What follows belongs to an exercise in optimizing a design on an open flow for small area, a short achievable clock period and few clock cycles per item; a production flow would make more cautious choices. The RTL was checked by simulation tests, not by an equivalence proof against the original design.

// seal_engine
module seal_engine (
    input  wire         clk,
    input  wire         rst,
    input  wire         in_valid,
    output wire         in_ready,
    input  wire [127:0] in_key,
    input  wire [16:0]  in_line,
    input  wire [255:0] in_data,
    output reg          out_valid,
    output wire [255:0] out_data
);
Size: about 5800 cells after synthesis, ~660 I/O pins.
==> flow/config.mk <==
export PLATFORM = sky130hd
export DESIGN_NAME = seal_engine
export DESIGN_NICKNAME = seal_engine
export VERILOG_FILES = /design/flow/design.v
export SDC_FILE = /design/flow/constraint.sdc
export NUM_CORES = 4
export LEC_CHECK = 0
export ABC_AREA = 1
export CAP_MARGIN = 20
export CORE_MARGIN = 2
export CORE_UTILIZATION = 50
export SLEW_MARGIN = 20
==> flow/constraint.sdc <==
create_clock -name core_clock -period 11.0 [get_ports {clk}]
set_input_delay 2.2000 -clock core_clock [delete_from_list [all_inputs] [get_ports {clk}]]
set_output_delay 2.2000 -clock core_clock [all_outputs]
set_load 0.01 [all_outputs]
standard.sh (not shown) runs the stock make flow with config.mk's settings and CLKGATE_MAP_FILE= SYNTH_SCRIPT=/design/flow/synth_recipe.tcl, a recipe that flattens the netlist after the stock synthesis.
==> flow/flow/run.sh <==
#!/bin/bash
# Own layout flow: the standard synthesis, then the combinational logic of
# its netlist is mapped again to the standard cells with flow/remap.abc (the
# registers stay the standard synthesis's cells, with their names), then the standard flow's
# standard layout from floorplan to finish on that netlist.
set -euo pipefail
W=$(pwd)
R=$W/orfs/results/$FLOW_PLATFORM/seal_engine/base
LIB=$FLOW_HOME/platforms/$FLOW_PLATFORM/lib/sky130_fd_sc_hd__tt_025C_1v80.lib
YOSYS=$(command -v yosys || echo /OpenROAD-flow-scripts/tools/install/yosys/bin/yosys)

bash standard.sh synth > std_synth.log 2>&1

cp $R/1_2_yosys.v $W/std_1_2_yosys.v
# registers and tie cells stay as they are: blackbox stubs for their types
SEQ=$(grep -oE 'sky130_fd_sc_hd__[a-z0-9_]+' $W/std_1_2_yosys.v | sort -u \
      | grep -E '__(df|edf|sdf|sedf|dl|conb)' | sed 's/^/=/' | tr '\n' ' ')
cat > $W/remap.ys <<EOT
read_liberty -lib $LIB
select $SEQ
write_verilog -blackboxes -selected $W/remap_stubs.v
design -reset
read_liberty -wb -ignore_miss_func $LIB
read_verilog -lib -overwrite $W/remap_stubs.v
read_verilog $W/std_1_2_yosys.v
hierarchy -check -top $FLOW_TOP
flatten -wb
opt_clean -purge
tee -o $W/remap_before.txt stat
abc -script $W/flow/remap.abc -liberty $LIB -dont_use *lpflow* -dont_use *probe* -constr $W/remap.constr -D 11000
opt_clean -purge
hilomap -singleton -hicell sky130_fd_sc_hd__conb_1 HI -locell sky130_fd_sc_hd__conb_1 LO
splitnets
opt_clean -purge
rename -hide w:* i:* %d o:* %d
tee -o $W/remap_stat.txt stat -liberty $LIB
write_verilog -noattr -noexpr -nohex -nodec $R/1_2_yosys.v
EOT
printf 'set_driving_cell sky130_fd_sc_hd__buf_1\nset_load 5\n' > $W/remap.constr
$YOSYS -l $W/remap_yosys.log -q -s $W/remap.ys > /dev/null 2>&1
$YOSYS -l $W/remap_check.log -q -p "read_liberty -lib $LIB; read_verilog $R/1_2_yosys.v; hierarchy -check -top $FLOW_TOP; check -assert" > /dev/null 2>&1
rm -f $R/1_synth.odb $R/1_synth.sdc

bash standard.sh SETUP_SLACK_MARGIN=7.0 "BUFFER_PORTS_ARGS=-buffer_cell sky130_fd_sc_hd__buf_1" \
    finish > std_finish.log 2>&1
==> flow/flow/remap.abc <==
&get -n
&st
&dch -f
&nf
&put
Testbench counts at the start, summed over its fixed seeds: cycles 15,384, lines 384.
Edit:
--- a/flow/flow/run.sh
+++ b/flow/flow/run.sh
@@ -43,3 +43,2 @@
 
-bash standard.sh SETUP_SLACK_MARGIN=7.0 "BUFFER_PORTS_ARGS=-buffer_cell sky130_fd_sc_hd__buf_1" \
-    finish > std_finish.log 2>&1
+bash standard.sh SETUP_SLACK_MARGIN=6.8 finish > std_finish.log 2>&1
==> flow/flow/remap.abc (replaced) <==
strash
dc2
&get -n
&st
&dch -f
&nf
&put
buffer -c
upsize -c
dnsize -c
=> Via count climbs by 2.1%; core utilization climbs by 0.39 points; worst setup slack loses 220 ps; hold slack stays flat; flip-flop and latch count is unchanged; area after synthesis climbs by 4.4%; critical path depth drops by 3; global-route usage climbs by 2.0 points.
Edit:
--- a/flow/flow/run.sh
+++ b/flow/flow/run.sh
@@ -43,2 +43,2 @@
 
-bash standard.sh SETUP_SLACK_MARGIN=6.8 finish > std_finish.log 2>&1
+bash standard.sh SETUP_SLACK_MARGIN=7.0 finish > std_finish.log 2>&1
Settings changed: CORE_UTILIZATION 50 to 40.
Effect: Via count grows by 0.40%; wire length climbs by 5.5%; worst hold slack hardly moves; first-iteration DRC count came out higher by 1.3%; critical path depth goes down by 2; design area came out higher by 3.8%; core utilization shrinks by 11 points; count of clock-buffer cells in the layout climbs by 3.

## re-timing with driven ports
In the flow no input, the clock included, has a driving cell. The finished layouts below were timed again as built, in two steps. Step 1 sets driving cells, clkbuf_16 on the clock port and buf_2 on the other inputs (assumed; they add their load-dependent delay and slew). Step 2 also shifts input and output timing later by t, the mid clock arrival at the registers, as if the neighbouring blocks saw the same clock. Slacks: ideal ports / drivers / drivers and shift; pairs: ideal ports / drivers.
| run | t (ns) | setup slack, ns | hold slack, ns | worst register clock-pin slew, ns | cell pins on the clock port's net |
|---|---|---|---|---|---|
| the first run | 0.752 | 7.051 / 7.051 / 6.390 | 0.366 / 0.366 / 0.366 | 0.07 / 0.07 | 1 |
| the second run | 0.788 | 6.831 / 6.859 / 6.083 | 0.365 / 0.365 / 0.365 | 0.08 / 0.08 | 1 |
| the third run | 0.798 | 6.890 / 6.936 / 6.138 | 0.363 / 0.363 / 0.363 | 0.07 / 0.07 | 1 |
After both steps every run listed still meets setup and hold. For the third run, which loses most, drivers alone change the setup slack by +0.046 ns; drivers and shift together by -0.752 ns.
